What follows belongs to an exercise in optimizing a design on an open flow for small area, a short achievable clock period and few clock cycles; a production flow would make more cautious choices. Only simulation tests tie the RTL to the original design; equivalence was not proved. No activity file was given, so power comes from the tool's default toggle rates.

== the baseline ==
==> flow/design.v (excerpt) <==
module xa_narrow_acc (
    input  wire         clk,
    input  wire         rst,
    input  wire         in_valid,
    output reg          in_ready,
    input  wire         in_first,
    input  wire         in_last,
    input  wire [3:0]   in_lane_en,
    input  wire [31:0]  in_a,         
    input  wire [31:0]  in_b,
    input  wire [7:0]   in_xa,        
    input  wire [7:0]   in_xb,        
    input  wire [2:0]   cfg_fmt_a,
    input  wire [2:0]   cfg_fmt_b,
    input  wire         cfg_mx_a,
    input  wire         cfg_mx_b,
    input  wire [8:0]   cfg_f,        
    input  wire [111:0] cfg_acc,      
    input  wire [5:0]   cfg_flags,
    output reg          out_valid,
    input  wire         out_ready,
    output reg  [111:0] out_acc,
    output reg  [7:0]   out_flags,
    output reg  [31:0]  out_fp32
);
    wire take = in_valid && in_ready && !rst;
    wire give = out_valid && out_ready;
    reg  exp_first;
    wire k_load = exp_first && !(s0_v && s0_first) && !(s1_v && s1_first) &&
                  !(s2_v && s2_first);
    reg         s2_v, s2_first, s2_last;
    reg         s1_v, s1_first, s1_last;
    reg         s0_v, s0_first, s0_last;
    reg  [3:0]  s0_en;
    reg  [31:0] s0_a, s0_b;
    reg  [7:0]  s0_xa, s0_xb;
    reg  [2:0]   k_fa, k_fb;
    reg          k_mxa, k_mxb;
    reg  [8:0]   k_f;
    reg  [111:0] k_acc;
    reg  [5:0]   k_flags;
    always @(posedge clk) begin
        s0_v     <= take;
        s0_first <= in_first;
        s0_last  <= in_last;
  ...
For scale: about 380 I/O pins, roughly 75000 um2 of cells after synthesis.
make LEC_CHECK=0 CAP_MARGIN=20 CORE_MARGIN=2 CORE_UTILIZATION=50 CTS_CLUSTER_DIAMETER=100 CTS_CLUSTER_SIZE=20 PLACE_DENSITY=0.65 SLEW_MARGIN=20 finish   # period 24.0 ns
run.sh (not shown) runs the stock make flow with config.mk's settings and CLKGATE_MAP_FILE= SYNTH_SCRIPT=/design/flow/synth_recipe.tcl, a recipe that flattens the netlist after the stock synthesis.
Testbench counts of the baseline, summed over its fixed seeds: cycles 22,683.
[inputs] the candidate vs the baseline
-- flow/design.v --
<<< the baseline, line 293
    wire take = in_valid && in_ready && !rst;
    wire give = out_valid && out_ready;
    reg  exp_first;
    wire k_load = exp_first && !(s0_v && s0_first) && !(s1_v && s1_first) &&
                  !(s2_v && s2_first);
    reg         s2_v, s2_first, s2_last;
    reg         s1_v, s1_first, s1_last;
>>> the candidate, line 293
    wire take = in_valid && in_ready && !rst;
    wire give = out_valid && out_ready;
    reg         s2_v, s2_first, s2_last;
    reg         s1_v, s1_first, s1_last;
<<< the baseline, line 302
    reg  [31:0] s0_a, s0_b;
    reg  [7:0]  s0_xa, s0_xb;
    reg  [2:0]   k_fa, k_fb;
    reg          k_mxa, k_mxb;
    reg  [8:0]   k_f;
    reg  [111:0] k_acc;
    reg  [5:0]   k_flags;
    always @(posedge clk) begin
        s0_v     <= take;
>>> the candidate, line 299
    reg  [31:0] s0_a, s0_b;
    reg  [7:0]  s0_xa, s0_xb;
    localparam [11:0] LMASK = {3'b010, 3'b101, 3'b111, 3'b000};
    reg  [2:0]   k_fa [0:3];
    reg  [2:0]   k_fb [0:3];
    reg          k_mxa, k_mxb;
    reg  [8:0]   k_f;
    reg  [111:0] k_acc;
    reg  [5:0]   k_flags;
    integer j;
    reg  exp_first;
    wire k_load = exp_first && !(s0_v && s0_first) && !(s1_v && s1_first) &&
                  !(s2_v && s2_first);
    always @(posedge clk) begin
        s0_v     <= take;
<<< the baseline, line 317
        s0_xb    <= in_xb;
        if (k_load) begin
            k_fa    <= cfg_fmt_a;
            k_fb    <= cfg_fmt_b;
            k_mxa   <= cfg_mx_a;
            k_mxb   <= cfg_mx_b;
>>> the candidate, line 320
        s0_xb    <= in_xb;
        if (k_load) begin
            for (j = 0; j < 4; j = j + 1) begin
                k_fa[j] <= cfg_fmt_a ^ LMASK[3*j +: 3];
                k_fb[j] <= cfg_fmt_b ^ LMASK[3*j +: 3];
            end
            k_mxa   <= cfg_mx_a;
            k_mxb   <= cfg_mx_b;
<<< the baseline, line 341
            wire [7:0] ma, mb;
            wire [2:0] qa, qb;
            xa_decode dec_a (.fmt(k_fa), .x(s0_a[8*g+7:8*g]), .sign(sa), .m(ma), .q(qa),
                             .is_zero(za), .is_inf(ia), .is_nan(na));
            xa_decode dec_b (.fmt(k_fb), .x(s0_b[8*g+7:8*g]), .sign(sb), .m(mb), .q(qb),
                             .is_zero(zb), .is_inf(ib), .is_nan(nb));
            wire en    = s0_en[g];
>>> the candidate, line 346
            wire [7:0] ma, mb;
            wire [2:0] qa, qb;
            xa_decode dec_a (.fmt(k_fa[g] ^ LMASK[3*g +: 3]), .x(s0_a[8*g+7:8*g]), .sign(sa), .m(ma), .q(qa),
                             .is_zero(za), .is_inf(ia), .is_nan(na));
            xa_decode dec_b (.fmt(k_fb[g] ^ LMASK[3*g +: 3]), .x(s0_b[8*g+7:8*g]), .sign(sb), .m(mb), .q(qb),
                             .is_zero(zb), .is_inf(ib), .is_nan(nb));
            wire en    = s0_en[g];
<<< the baseline, line 371
    reg  [4:0]  s1_d;
    reg  [4:0]  s1_fl;
    integer j;
    always @(posedge clk) begin
        s1_v     <= s0_v && !rst;
>>> the candidate, line 376
    reg  [4:0]  s1_d;
    reg  [4:0]  s1_fl;
    always @(posedge clk) begin
        s1_v     <= s0_v && !rst;
<<< the baseline, line 469
    reg        f1_sticky, f1_zero;
    wire [24:0] w_win;
    xa_fp32_win win (.acc(out_acc), .sh(f1_sh), .win(w_win));
    reg  [24:0] f2_win;
    reg  [8:0]  f2_e0;
>>> the candidate, line 473
    reg        f1_sticky, f1_zero;
    wire [24:0] w_win;
    xa_fp32_win u_win (.acc(out_acc), .sh(f1_sh), .win(w_win));
    reg  [24:0] f2_win;
    reg  [8:0]  f2_e0;
<<< the baseline, line 489
        f2_sticky <= f1_sticky;
        f2_zero   <= f1_zero;
        if (c2) out_fp32 <= fp32;
        if (rst) begin
            c1        <= 1'b0;
>>> the candidate, line 493
        f2_sticky <= f1_sticky;
        f2_zero   <= f1_zero;
        out_fp32  <= fp32;
        if (rst) begin
            c1        <= 1'b0;
==> results.txt <==
- The flow did not stop early for the candidate: all stages ran, and the layout cleared the timing, DRC and antenna checks.
- On power drawn by the sequential cells: the candidate sits above the baseline.
- Lower post-synthesis share of cell area spent on and, or, nand and nor gates among the baseline and the candidate: the baseline
- Higher ratio of routed vias to standard cells among the baseline and the candidate: the baseline
- Between the baseline and the candidate, the wire length figures differ only marginally.
- On wire length of the first global-routing pass, the baseline and the candidate are neck and neck.
Testbench counts of the candidate, summed over its fixed seeds: cycles 22,683.

==> static timing again, ports no longer ideal <==
Ports are ideal in the flow. The routed layouts listed here were re-timed in OpenROAD. Step 1 assumes that a clkbuf_16 drives the clock port and a buf_2 every other input. Step 2 adds t to the input delays and takes it off the output delays; t is the mean of the earliest and latest rising clock arrival at the registers after step 1. Input paths then give back, and output paths get back, about the clock's delay inside the block. Slacks: ideal / step 1 / step 2; pairs: ideal / step 1.
| run | t, ns | setup WS [ns] | worst data-port slew with drivers (ns) | cell pins on the clock port's net |
|---|---|---|---|---|
| the baseline | 0.814 | 17.268 / 17.188 / 17.237 | 0.20 | 1 |
| the candidate | 0.807 | 17.194 / 17.113 / 17.238 | 0.17 | 1 |
After both steps setup and hold are still met in every run listed. The setup slack of the baseline, which loses most, moves by -0.080 ns with the drivers and by -0.031 ns with both steps.
